This design comes from an exercise in tuning for small area on the open sky130 flow, not from production work. The RTL of this run was laid out without a check of its function.

**flow/config.mk**
```make
export PLATFORM = sky130hd
export DESIGN_NAME = stitch_decode
export DESIGN_NICKNAME = stitch_decode
export VERILOG_FILES = /design/flow/design.v
export SDC_FILE = /design/flow/constraint.sdc
export NUM_CORES = 4
export LEC_CHECK = 0
export ABC_AREA = 1
export ABC_CLOCK_PERIOD_IN_PS = 25000
export CAP_MARGIN = 20
export CORE_MARGIN = 2
export CORE_UTILIZATION = 40
export SLEW_MARGIN = 20
```
**flow/constraint.sdc**
```tcl
create_clock -name core_clock -period 25.0 [get_ports {clk}]
set_input_delay 5.0000 -clock core_clock [delete_from_list [all_inputs] [get_ports {clk}]]
set_output_delay 5.0000 -clock core_clock [all_outputs]
set_load 0.01 [all_outputs]
```
**flow/design.v**
```verilog
module stitch_decode (
    input  wire        clk,
    input  wire        rst,
    input  wire [63:0] cfg_desc_a,
    input  wire [63:0] cfg_desc_b,
    input  wire [23:0] cfg_tcorr,
    input  wire [11:0] cfg_phase,
    input  wire [8:0]  cfg_port,
    input  wire [55:0] frame_start,
    input  wire [28:0] frame_len,
    input  wire        cast_on,
    input  wire        in_valid,
    input  wire [1:0]  in_sync,
    input  wire [63:0] in_payload,
    input  wire [51:0] in_arrival,
    input  wire        in_skip1,
    output wire        out_hit1_valid,
    output wire [63:0] out_hit1_word,
    output wire        out_hit2_valid,
    output wire [63:0] out_hit2_word,
    output reg  [28:0] out_ptime,
    output wire        out_close,
    output wire        out_close_hit2,
    output wire        out_sync_err,
    output wire        out_crc_err,
    output wire        out_unknown,
    output wire [1:0]  out_order,
    output wire [1:0]  out_gap,
    output wire [1:0]  out_badchan,
    output reg         out_desc_invalid
);
    function [53:0] radd;
        input [52:0] a;
        input [52:0] b;
        input        ci;
        integer i;
        reg c;
        begin
            c = ci;
            for (i = 0; i < 53; i = i + 1) begin
                radd[i] = a[i] ^ b[i] ^ c;
                c = (a[i] & b[i]) | (a[i] & c) | (b[i] & c);
            end
            radd[53] = c;
        end
    endfunction
    function rlt;
        input [28:0] a;
        input [28:0] b;
        integer i;
        reg c;
        begin
            c = 1'b0;
            for (i = 0; i < 29; i = i + 1)
                c = (~a[i] & b[i]) | (~a[i] & c) | (b[i] & c);
            rlt = c;
        end
    endfunction
    function [63:0] shr;
        input [63:0] x;
        input [5:0]  s;
        integer k, j;
        reg [63:0] y;
        begin
            y = x;
            for (k = 5; k >= 0; k = k - 1)
                if (s[k])
                    for (j = 0; j + (1 << k) < 64; j = j + 1)
                        y[j] = y[j + (1 << k)];
            shr = y;
        end
    endfunction
    function [63:0] rotr;
        input [63:0] x;
        input [5:0]  s;
        integer k, j;
        reg [63:0] y;
        reg [63:0] t;
        begin
            y = x;
            for (k = 5; k >= 0; k = k - 1) begin
                t = y;
                if (s[k])
                    for (j = 0; j < 64; j = j + 1)
                        y[j] = t[(j + (1 << k)) % 64];
            end
            rotr = y;
        end
    endfunction
    wire [1:0]  d_mode       = cfg_desc_a[63:62];
    wire        d_hpb        = cfg_desc_a[61];
    wire        d_check      = cfg_desc_a[60];
    wire [7:0]  d_chan_count = cfg_desc_a[59:52];
    wire [5:0]  d_chan_pos   = cfg_desc_a[51:46];
    wire [2:0]  d_chan_w     = cfg_desc_a[45:43];
    wire [5:0]  d_val_pos    = cfg_desc_a[42:37];
    wire [3:0]  d_val_w      = cfg_desc_a[36:33];
    wire [2:0]  d_val_rsh    = cfg_desc_a[32:30];
    wire [5:0]  d_time_pos   = cfg_desc_a[29:24];
    wire [4:0]  d_time_w     = cfg_desc_a[23:19];
    wire [3:0]  d_time_unit  = cfg_desc_a[18:15];
    wire [23:0] d_time_ofs   = cfg_desc_b[63:40];
    wire [5:0]  d_stride     = cfg_desc_b[39:34];
    wire [6:0]  d_valid_pos  = cfg_desc_b[33:27];
    function field_bad;
        input [5:0] pos;
        input [4:0] w;
        input       hpb;
        input       check;
        input [5:0] stride;
        reg   [7:0] top;
        reg   [7:0] lsb2;
        begin
            top  = {2'b00, pos} + {3'b000, w} - 8'd1;
            lsb2 = {2'b00, pos} - {2'b00, stride};
            field_bad = 1'b0;
            if (w != 5'd0) begin
                if (top > 8'd63)
                    field_bad = 1'b1;
                if (check && pos < 6'd8)
                    field_bad = 1'b1;
                if (hpb && stride > pos)
                    field_bad = 1'b1;
                if (hpb && check && stride <= pos && lsb2 < 8'd8)
                    field_bad = 1'b1;
            end
        end
    endfunction
    wire desc_invalid =
        field_bad(d_chan_pos, {2'b00, d_chan_w}, d_hpb, d_check, d_stride) |
        field_bad(d_val_pos,  {1'b0, d_val_w},   d_hpb, d_check, d_stride) |
        field_bad(d_time_pos, d_time_w,          d_hpb, d_check, d_stride) |
        (d_valid_pos != 7'd127 && d_valid_pos >= 7'd64) |
        ({1'b0, d_time_w} + {2'b00, d_time_unit} > 6'd28) |
        (d_time_w < 5'd8) |
        (d_chan_count == 8'd0) | (d_chan_count > 8'd128) |
        (d_mode == 2'd3);
    wire [5:0] sh_c1 = d_chan_pos;
    wire [5:0] sh_c2 = d_chan_pos - d_stride;
    wire [5:0] sh_v1 = d_val_pos + {3'd0, d_val_rsh};
    wire [5:0] sh_v2 = sh_v1 - d_stride;
    wire [5:0] sh_t  = d_time_pos - {2'd0, d_time_unit};
    wire [5:0] sh_t2 = sh_t - d_stride;
    wire [6:0] cmask;
    genvar gi;
    generate
        for (gi = 0; gi < 7; gi = gi + 1) begin : g_cm
            assign cmask[gi] = (gi < d_chan_w);
        end
    endgenerate
    wire signed [5:0] vlen = $signed({2'b00, d_val_w}) - $signed({3'b000, d_val_rsh});
    wire [11:0] vmask;
    generate
        for (gi = 0; gi < 12; gi = gi + 1) begin : g_vm
            assign vmask[gi] = ($signed(gi) < vlen);
        end
    endgenerate
    wire [5:0]  wu = {1'b0, d_time_w} + {2'b00, d_time_unit};
    wire [27:0] tmask;
    wire [27:0] twin;
    generate
        for (gi = 0; gi < 28; gi = gi + 1) begin : g_tm
            assign tmask[gi] = (gi < wu);
            assign twin[gi]  = (gi < wu) && (gi >= d_time_unit);
        end
    endgenerate
    wire        ph_neg = cfg_phase[11];
    wire [10:0] ph_x   = cfg_phase[10:0] ^ {11{ph_neg}};
    wire [27:0] ph_p   = {17'd0, ph_x} * 28'd12583 + (ph_neg ? 28'd77586 : 28'd65003);
    wire [7:0]  ph_q   = ph_p[24:17];
    wire [53:0] corr_a = radd({{29{cfg_tcorr[23]}}, cfg_tcorr},
                              {{29{d_time_ofs[23]}}, d_time_ofs}, 1'b0);
    wire [53:0] corr_s = radd(corr_a[52:0], {{45{ph_neg}}, ph_q ^ {8{ph_neg}}}, ph_neg);
    wire [25:0] corr   = corr_s[25:0];
    wire [51:0] s16 = frame_start[55:4];
    localparam [7:0] T_IDLE    = 8'h0F;
    localparam [7:0] T_TRAIN   = 8'h1B;
    localparam [7:0] T_TICK    = 8'h2D;
    localparam [7:0] T_ECHO    = 8'h4E;
    localparam [7:0] T_STATUS  = 8'h55;
    localparam [7:0] T_SCREPLY = 8'h63;
    function [7:0] crc8;
        input [55:0] data;
        integer i;
        reg [7:0] c;
        reg       fb;
        begin
            c = 8'h00;
            for (i = 55; i >= 0; i = i - 1) begin
                fb = c[7] ^ data[i];
                c  = {c[6:0], 1'b0};
                if (fb)
                    c = c ^ 8'h07;
            end
            crc8 = c;
        end
    endfunction
    wire        is_data = (in_sync == 2'b01);
    wire        is_ctl  = (in_sync == 2'b10);
    wire        crc_ok  = (crc8(in_payload[63:8]) == in_payload[7:0]);
    wire [7:0]  c_type  = in_payload[63:56];
    reg         ctl_known;
    always @(*) begin
        case (c_type)
            T_IDLE:    ctl_known = (in_payload[55:8] == 48'd0);
            T_TRAIN:   ctl_known = (in_payload[15:9] == 7'd0);
            T_TICK:    ctl_known = (in_payload[27:8] == 20'd0);
            T_ECHO:    ctl_known = (in_payload[23:8] == 16'd0);
            T_STATUS:  ctl_known = (in_payload[52:40] == 13'd0);
            T_SCREPLY: ctl_known = 1'b1;
            default:   ctl_known = 1'b0;
        endcase
    end
    wire ev_sync = !is_data && !is_ctl;
    wire ev_crc  = (is_data && d_check && !crc_ok) || (is_ctl && !crc_ok);
    wire ev_unk  = is_ctl && crc_ok && !ctl_known;
    wire is_tick = is_ctl && crc_ok && (c_type == T_TICK) && (in_payload[27:8] == 20'd0);
    wire is_hits = is_data && (crc_ok || !d_check);
    wire h2_marked = (d_valid_pos == 7'd127) || in_payload[d_valid_pos[5:0]];
    wire [63:0] x_c1 = shr(in_payload, sh_c1);
    wire [63:0] x_c2 = shr(in_payload, sh_c2);
    wire [63:0] x_v1 = shr(in_payload, sh_v1);
    wire [63:0] x_v2 = shr(in_payload, sh_v2);
    wire [63:0] x_t1 = rotr(in_payload, is_ctl ? 6'd28 : sh_t);
    wire [63:0] x_t2 = rotr(in_payload, sh_t2);
    wire [6:0]  ch1  = x_c1[6:0] & cmask;
    wire [6:0]  ch2  = x_c2[6:0] & cmask;
    wire [11:0] val1 = x_v1[11:0] & vmask;
    wire [11:0] val2 = x_v2[11:0] & vmask;
    wire [27:0] m1   = is_ctl ? 28'hFFF_FFFF : tmask;
    wire [27:0] r1   = x_t1[27:0] & (is_ctl ? 28'hFFF_FFFF : twin);
    wire [27:0] r2   = x_t2[27:0] & twin;
    wire [53:0] d1_s = radd({25'd0, in_arrival[27:0]}, {25'd0, ~r1}, 1'b1);
    wire [53:0] d2_s = radd({25'd0, in_arrival[27:0]}, {25'd0, ~r2}, 1'b1);
    wire [27:0] d1   = d1_s[27:0] & m1;
    wire [27:0] d2   = d2_s[27:0] & tmask;
    wire [53:0] a1_s = radd({1'b0, in_arrival}, {{27{corr[25]}}, corr}, 1'b0);
    wire [52:0] A1   = a1_s[52:0];
    wire [53:0] a2_s = radd(A1, {1'b1, ~s16}, 1'b1);
    wire [52:0] A2   = a2_s[52:0];
    wire [53:0] tf1_s = radd({24'd0, A2[28:0]}, {24'd0, 1'b1, ~d1}, 1'b1);
    wire [53:0] tf2_s = radd({24'd0, A2[28:0]}, {24'd0, 1'b1, ~d2}, 1'b1);
    wire [28:0] tf1   = tf1_s[28:0];
    wire [28:0] tf2   = tf2_s[28:0];
    wire        b1    = !tf1_s[29];    
    wire        b2    = !tf2_s[29];
    wire        a2_neg  = A2[52];
    wire        a2_zero = (A2[52:29] == 24'd0);
    wire        a2_one  = (A2[52:29] == 24'd1);
    wire        gap1    = a2_neg || (a2_zero && b1);
    wire        gap2    = a2_neg || (a2_zero && b2);
    wire        big1    = !a2_neg && !a2_zero && !(a2_one && b1);
    wire        big2    = !a2_neg && !a2_zero && !(a2_one && b2);
    wire        cl1     = big1 || !rlt(tf1, frame_len);
    wire        cl2     = big2 || !rlt(tf2, frame_len);
    reg         open;      
    reg         pt_any;    
    reg  [51:0] pt_dev;    
    wire [53:0] g_s    = radd(A1, {1'b1, ~pt_dev}, 1'b1);
    wire [52:0] G      = g_s[52:0];
    wire        g_neg  = G[52];
    wire        g_small = (G[52:28] == 25'd0);
    wire        ord1_pt = g_neg || (g_small && rlt({1'b0, G[27:0]}, {1'b0, d1}));
    wire        ord2_pt = g_neg || (g_small && rlt({1'b0, G[27:0]}, {1'b0, d2}));
    wire        d1_lt_d2 = rlt({1'b0, d1}, {1'b0, d2});
    wire v1 = (is_tick || is_hits) && !in_skip1;
    wire v2 = is_hits && d_hpb && h2_marked;
    wire open_in = cast_on ? 1'b1 : open;
    wire act     = in_valid && open_in;
    wire do1  = act && v1;
    wire i1_o = pt_any && ord1_pt;
    wire i1_g = !i1_o && gap1;
    wire i1_c = !i1_o && !gap1 && cl1;
    wire i1_p = !i1_o && !gap1 && !cl1;
    wire pass1 = do1 && i1_p;
    wire do2  = act && v2 && !(do1 && i1_c);
    wire i2_o = pass1 ? d1_lt_d2 : (pt_any && ord2_pt);
    wire i2_g = !i2_o && gap2;
    wire i2_c = !i2_o && !gap2 && cl2;
    wire i2_p = !i2_o && !gap2 && !cl2;
    wire pass2 = do2 && i2_p;
    wire closing = (do1 && i1_c) || (do2 && i2_c);
    wire [27:0] dsel    = pass2 ? d2 : d1;
    wire [53:0] ptn_s   = radd(A1, {25'h1FF_FFFF, ~dsel}, 1'b1);
    always @(posedge clk) begin
        if (rst) begin
            open   <= 1'b0;
            pt_any <= 1'b0;
        end else begin
            open   <= open_in && !closing;
            if (pass1 || pass2)
                pt_any <= 1'b1;
        end
        if (pass1 || pass2)
            pt_dev <= ptn_s[51:0];
    end
    wire ok1 = ({1'b0, ch1} < d_chan_count);
    wire ok2 = ({1'b0, ch2} < d_chan_count);
    reg [2:0] e1, e2;
    always @(*) begin
        e1 = 3'd0;
        e2 = 3'd0;
        if (act && ev_sync) begin
            e1 = 3'd7; e2 = 3'd1;
        end else if (act && ev_crc) begin
            e1 = 3'd7; e2 = 3'd2;
        end else if (act && ev_unk) begin
            e1 = 3'd7; e2 = 3'd3;
        end else begin
            if (do1) begin
                if (i1_o)      e1 = 3'd1;
                else if (gap1) e1 = 3'd2;
                else if (cl1)  e1 = 3'd3;
                else if (is_tick) e1 = 3'd6;
                else if (ok1)  e1 = 3'd4;
                else           e1 = 3'd5;
            end
            if (do2) begin
                if (i2_o)      e2 = 3'd1;
                else if (gap2) e2 = 3'd2;
                else if (cl2)  e2 = 3'd3;
                else if (ok2)  e2 = 3'd4;
                else           e2 = 3'd5;
            end
        end
    end
    localparam W = 1 + 3 + 3 + 28 + 28 + 12 + 12 + 7 + 7;
    wire [W-1:0] st0 = {cast_on, e1, e2, tf1[27:0], tf2[27:0], val1, val2, ch1, ch2};
    reg  [W-1:0] st1, st2, st3, st4, st5;
    always @(posedge clk) begin
        st1 <= st0;
        st2 <= st1;
        st3 <= st2;
        st4 <= st3;
    end
    always @(posedge clk) begin
        if (rst)
            st5[W-1:W-7] <= 7'd0;
        else
            st5[W-1:W-7] <= st4[W-1:W-7];
        st5[W-8:0] <= st4[W-8:0];
    end
    wire        q_cast = st4[W-1];
    wire [2:0]  q_e1   = st4[W-2:W-4];
    wire [2:0]  q_e2   = st4[W-5:W-7];
    wire [27:0] q_tf1  = st4[W-8:W-35];
    wire [27:0] q_tf2  = st4[W-36:W-63];
    wire        q_blk  = (q_e1 == 3'd7);
    wire        q_p1   = (q_e1 == 3'd4) || (q_e1 == 3'd5) || (q_e1 == 3'd6);
    wire        q_p2   = !q_blk && ((q_e2 == 3'd4) || (q_e2 == 3'd5));
    wire        q_cl   = (q_e1 == 3'd3) || (!q_blk && q_e2 == 3'd3);
    wire [28:0] pin = q_cast ? 29'd0 : out_ptime;
    wire [28:0] pm1 = (q_p1 && rlt(pin, {1'b0, q_tf1})) ? {1'b0, q_tf1} : pin;
    wire [28:0] pm2 = (q_p2 && rlt(pm1, {1'b0, q_tf2})) ? {1'b0, q_tf2} : pm1;
    always @(posedge clk) begin
        if (rst) begin
            out_ptime        <= 29'd0;
            out_desc_invalid <= 1'b0;
        end else begin
            out_ptime        <= q_cl ? frame_len : pm2;
            out_desc_invalid <= desc_invalid;
        end
    end
    wire [2:0]  o_e1  = st5[W-2:W-4];
    wire [2:0]  o_e2  = st5[W-5:W-7];
    wire [27:0] o_tf1 = st5[W-8:W-35];
    wire [27:0] o_tf2 = st5[W-36:W-63];
    wire [11:0] o_v1  = st5[37:26];
    wire [11:0] o_v2  = st5[25:14];
    wire [6:0]  o_c1  = st5[13:7];
    wire [6:0]  o_c2  = st5[6:0];
    wire        o_blk = (o_e1 == 3'd7);
    assign out_hit1_valid = (o_e1 == 3'd4);
    assign out_hit2_valid = !o_blk && (o_e2 == 3'd4);
    assign out_close      = (o_e1 == 3'd3) || (!o_blk && o_e2 == 3'd3);
    assign out_close_hit2 = !o_blk && (o_e2 == 3'd3);
    assign out_sync_err   = o_blk && (o_e2 == 3'd1);
    assign out_crc_err    = o_blk && (o_e2 == 3'd2);
    assign out_unknown    = o_blk && (o_e2 == 3'd3);
    assign out_order      = {1'b0, o_e1 == 3'd1} + {1'b0, !o_blk && o_e2 == 3'd1};
    assign out_gap        = {1'b0, o_e1 == 3'd2} + {1'b0, !o_blk && o_e2 == 3'd2};
    assign out_badchan    = {1'b0, o_e1 == 3'd5} + {1'b0, !o_blk && o_e2 == 3'd5};
    assign out_hit1_word  = {8'h10, o_v1, cfg_port, o_c1, o_tf1};
    assign out_hit2_word  = {8'h10, o_v2, cfg_port, o_c2, o_tf2};
endmodule
```
**flow/run.sh**
```bash
#!/bin/bash
# synth_recipe.tcl (not shown) runs the flow's synth.tcl, then flattens the netlist and writes it again
# the make line also repeats each setting of config.mk as NAME=value (left out here)
make -C /OpenROAD-flow-scripts/flow DESIGN_CONFIG=/design/flow/config.mk WORK_HOME=/design/flow/orfs CLKGATE_MAP_FILE= SYNTH_SCRIPT=/design/flow/synth_recipe.tcl finish
```
==> run summary <==
## cell usage in the layout (no fill, tap or decap), types with 14 or more instances in the layout
master / synthesis / routed
sky130_fd_sc_hd__nand2_1: 1313 / 1302
sky130_fd_sc_hd__clkbuf_16: 0 / 64
sky130_fd_sc_hd__nor3_1: 25 / 22
sky130_fd_sc_hd__o21ai_0: 663 / 654
sky130_fd_sc_hd__nor4_1: 15 / 15
sky130_fd_sc_hd__xor2_1: 108 / 105
sky130_fd_sc_hd__xnor2_1: 47 / 39
sky130_fd_sc_hd__nand4_1: 26 / 26
sky130_fd_sc_hd__inv_1: 1059 / 1013
sky130_fd_sc_hd__buf_4: 34 / 900
sky130_fd_sc_hd__dfxtp_1: 536 / 536
sky130_fd_sc_hd__mux2i_1: 46 / 46
sky130_fd_sc_hd__fa_2: 0 / 83
sky130_fd_sc_hd__a21oi_1: 247 / 237
sky130_fd_sc_hd__clkdlybuf4s50_1: 0 / 453
sky130_fd_sc_hd__o211ai_1: 87 / 87
sky130_fd_sc_hd__edfxtp_1: 52 / 52
sky130_fd_sc_hd__a22o_1: 27 / 27
sky130_fd_sc_hd__fa_1: 331 / 248
sky130_fd_sc_hd__clkinv_1: 17 / 17
sky130_fd_sc_hd__ha_1: 243 / 231
sky130_fd_sc_hd__nor2_1: 330 / 311
sky130_fd_sc_hd__or2_2: 16 / 14
sky130_fd_sc_hd__nand3_2: 8 / 16
sky130_fd_sc_hd__conb_1: 2 / 16
sky130_fd_sc_hd__nor2_2: 2 / 15
sky130_fd_sc_hd__o221ai_1: 45 / 44
sky130_fd_sc_hd__nand2_2: 32 / 39
sky130_fd_sc_hd__a211oi_1: 19 / 18
sky130_fd_sc_hd__o22ai_1: 117 / 117
sky130_fd_sc_hd__nand3_1: 279 / 271
sky130_fd_sc_hd__o21ai_2: 12 / 15
sky130_fd_sc_hd__inv_2: 16 / 58
sky130_fd_sc_hd__a31oi_1: 17 / 17
## stage by stage
step / instances / setup WS (ns) / TNS [ns]
6_report: 8852 / -14.19 / -764.54
4_1_cts: 8821 / -14.56 / -790.81
3_5_place_dp: 8703 / -16.08 / -954.96
5_1_grt: 8849 / -15.33 / -858.88
2_1_floorplan: 6100 / -14.61 / -832.44
3_3_place_gp: 8703 / -15.75 / -925.62
## cell type report
| class | instances | area [µm²] |
|---|---|---|
| Clock buffer | 74 | 1650 |
| Sequential cell | 588 | 12300 |
| Inverter | 1092 | 4110 |
| Multi-Input combinational cell | 4169 | 28500 |
| Tap cell | 1500 | 1880 |
| Antenna cell | 4 | 10.0 |
| Fill cell | 10700 | 51400 |
| Timing Repair Buffer | 1387 | 11800 |
| Clock inverter | 38 | 542 |
## path summary, 6_finish.rpt
check	endpoint	start	slack [ns]	depth (start not counted)
min reg2reg	st2[69]	st1[69]	0.29	0
max	pt_dev[51]	cfg_phase[11]	-14.19	158
min	st2[69]	st1[69]	0.29	0
max reg2reg	pt_dev[51]	pt_dev[0]	-2.38	138
## sequential cells by signal, summed over array words and instances (netlist names)
register          flops
out_hit1_word        47
out_ptime            29
st3                 101
st4                 101
open                  1
out_hit2_word        47
o_e2                  3
o_e1                  3
pt_any                1
out_desc_invalid      1
st2                 101
st1                 101
pt_dev               52
## worst register-to-register path, delay by kind of cell (launching register included)
family                   cells  cell delay [ns]
adder cells (fa/ha/maj)     57            20.03
AND/OR/NAND/NOR             54             4.17
AO/OA/AOI/OAI               11             1.40
buffers and inverters       15             1.05
flip-flops                   1             0.37
XOR/XNOR                     1             0.12
## timing repair
item,in CTS,in global routing
cloned,0,8
pin swaps,13,47
resized for setup,38,132
setup endpoints to repair,112,112
buffers inserted,6,22
## per-layer routing
layer  part of all wire  vias up  global-route usage
li1                   -    21900                   -
met1               0.43    21200               0.406
met2               0.45     1811               0.483
met3              0.081      398              0.0500
met4              0.043       10               0.113
met5            0.00070        -                   0
## kinds of logic after synthesis
logic type / after synthesis / synth area share
simple gates: 2064 / 0.188
buf+inv: 1344 / 0.116
compound gates: 1299 / 0.164
flops: 588 / 0.272
fa+ha+maj: 574 / 0.214
xor+xnor: 169 / 0.0351
mux: 46 / 0.0102
other cells: 2 / 0.000166
==> impl_metrics.xml <==
<?xml version="1.0" encoding="UTF-8"?>
<metrics>
  <group name="routing">
    <metric name="drt-total-wl" unit="µm">179000</metric>
    <metric name="remaining_drc_errors" unit="">0</metric>
    <metric name="vias_per_cell" unit="">5.13</metric>
    <metric name="detailedRoute.firstIterationViolations" unit="">4146</metric>
    <metric name="vias" unit="">45400</metric>
    <metric name="postRouteAntennaNets" unit="">0</metric>
    <metric name="routedWlPerCell" unit="µm">20.3</metric>
    <metric name="first_pass_detailed_route_iteration_total" unit="">8</metric>
  </group>
  <group name="worst_setup_path">
    <metric name="cpMostUsedCell" unit="">sky130_fd_sc_hd__fa_2</metric>
    <metric name="worst_setup_path_end_kind" unit="">register</metric>
    <metric name="critical_path_peak_fanout" unit="">3</metric>
    <metric name="critPathRequiredTime" unit="ns">25.45</metric>
    <metric name="critPathArrivalTime" unit="ns">39.64</metric>
    <metric name="path_class" unit="">in2reg</metric>
    <metric name="critical_path_cell_with_the_highest_stage_delay" unit="">sky130_fd_sc_hd__fa_2</metric>
    <metric name="crit_family" unit="">adder cells</metric>
    <metric name="worstPathBufferInverterCount" unit="">25</metric>
    <metric name="worstSetupStartpointType" unit="">primary input</metric>
    <metric name="critical-path-max-stage-delay" unit="ns">0.56</metric>
  </group>
  <group name="placement">
    <metric name="finalWeightedCongestion" unit="">1.09</metric>
    <metric name="place_area" unit="mm²">0.0577</metric>
    <metric name="place_hpwl" unit="µm">147000</metric>
    <metric name="port_buffers" unit="">462</metric>
  </group>
  <group name="synthesis">
    <metric name="synth-edff-count" unit="">52</metric>
    <metric name="avgSynthCellArea" unit="µm²">7.42</metric>
    <metric name="ys_top_cells_by_count" unit="">sky130_fd_sc_hd__nand2_1 (1313), sky130_fd_sc_hd__inv_1 (1059), sky130_fd_sc_hd__o21ai_0 (663), sky130_fd_sc_hd__dfxtp_1 (536), sky130_fd_sc_hd__fa_1 (331)</metric>
    <metric name="library_cell_with_the_largest_summed_area_after_synthesis" unit="">sky130_fd_sc_hd__dfxtp_1</metric>
    <metric name="postSynthRegisterBits" unit="">588</metric>
    <metric name="netlist_area_pre_place" unit="mm²">0.0452</metric>
    <metric name="synthFlopType" unit="">sky130_fd_sc_hd__dfxtp_1</metric>
    <metric name="ys_seq_area_frac" unit="">0.272</metric>
    <metric name="synthMostInstantiatedCell" unit="">sky130_fd_sc_hd__nand2_1</metric>
    <metric name="netlist_top_cells_area" unit="">sky130_fd_sc_hd__dfxtp_1 (24%), sky130_fd_sc_hd__fa_1 (15%), sky130_fd_sc_hd__nand2_1 (11%)</metric>
    <metric name="synth_cells" unit="">6086</metric>
    <metric name="asyncSetResetFlopFracSynth" unit="">0</metric>
    <metric name="synth-warning-count" unit="">1</metric>
    <metric name="synth.distinct_cells" unit="">68</metric>
    <metric name="synth_largest_type_area_fraction" unit="">0.238</metric>
  </group>
  <group name="sta">
    <metric name="pins_over_their_slew_limit" unit="">0</metric>
    <metric name="final_hold_viol_count" unit="">0</metric>
    <metric name="clock-skew-final" unit="ns">0.0514</metric>
    <metric name="setup_viol" unit="">112</metric>
    <metric name="holdWs" unit="ns">0.286</metric>
    <metric name="fmax" unit="MHz">25.5</metric>
    <metric name="timing.final.crit_period" unit="ns">39.19</metric>
    <metric name="unrepaired_setup_endpoints_after_global_routing" unit="">true</metric>
    <metric name="timing_worst_slew_pin_value" unit="ns">1.09</metric>
    <metric name="max-slew-margin-rel" unit="">0.272</metric>
    <metric name="setup_ws" unit="ns">-14.19</metric>
    <metric name="finalCritPeriodShare" unit="">1.57</metric>
  </group>
  <group name="job">
    <metric name="max_cap_viol_count" unit="">0</metric>
  </group>
  <group name="cts">
    <metric name="tritoncts" unit="">yes</metric>
    <metric name="clk_transition_reported_paths" unit="ns">0.07</metric>
    <metric name="cts.sinks" unit="">588</metric>
    <metric name="clock-root-buffer" unit="">sky130_fd_sc_hd__clkbuf_16</metric>
    <metric name="clkLatencyLatePin" unit="ns">0.69</metric>
    <metric name="clockBufferDepth" unit="">3</metric>
    <metric name="cts_inserted_buffers" unit="">59</metric>
    <metric name="cts-hold-fix-buffers" unit="">0</metric>
    <metric name="cts-htree-levels" unit="">2</metric>
  </group>
  <group name="cells_and_area">
    <metric name="layout-area-overhead-vs-synth" unit="%">34.6</metric>
    <metric name="finish.utilization" unit="">0.542</metric>
    <metric name="final_layout_size_suffix_gt1_frac" unit="">0.185</metric>
    <metric name="final_design_area_no_fill" unit="mm²">0.0608</metric>
    <metric name="design.final.nets" unit="">8252</metric>
  </group>
  <group name="floorplanning">
    <metric name="top_level_ports" unit="">552</metric>
    <metric name="die_w" unit="µm">340</metric>
    <metric name="floorplan.die_area" unit="mm²">0.116</metric>
    <metric name="floorplan.rows" unit="">123</metric>
    <metric name="core_region_area" unit="mm²">0.112</metric>
    <metric name="die_height" unit="µm">340</metric>
    <metric name="start_util" unit="">0.403</metric>
  </group>
  <group name="grt">
    <metric name="first_global_vias" unit="">43500</metric>
    <metric name="overflow" unit="">0</metric>
    <metric name="antenna_found_initial" unit="">9</metric>
    <metric name="grt_use_total" unit="">0.301</metric>
    <metric name="grt_start_max_net_pins" unit="">59</metric>
    <metric name="grt_pass1_wl" unit="µm">263000</metric>
  </group>
  <group name="outcome">
    <metric name="run_status" unit="">finished with violations</metric>
    <metric name="violatedChecks" unit="">setup timing</metric>
  </group>
  <group name="worst_hold_path">
    <metric name="worstHoldPathType" unit="">reg2reg</metric>
  </group>
</metrics>

==> afterwards: timing with drivers on the ports <==
The results above use ideal ports. As a check the final layout listed here was re-extracted and re-timed, cells and wires unchanged. Step 1 (the two cells are an assumption about what drives the block):
set clk [get_ports {clk}]
set_driving_cell -lib_cell sky130_fd_sc_hd__clkbuf_16 $clk
set_driving_cell -lib_cell sky130_fd_sc_hd__buf_2 [delete_from_list [all_inputs] $clk]
Step 2 adds t to the input delays and takes it off the output delays; t is the mean of the earliest and latest rising clock arrival at the registers after step 1. Input paths then give back, and output paths get back, about the clock's delay inside the block. a / b / c = ideal / step 1 / step 2; a / b = the first two.
shift t [ns]: 0.736
slack for setup (ns): -14.195 / -14.177 / -14.912
worst slew at a driven data input, ns: 0.13
The setup slack of this run moves by +0.018 ns with the drivers and by -0.717 ns with both steps.
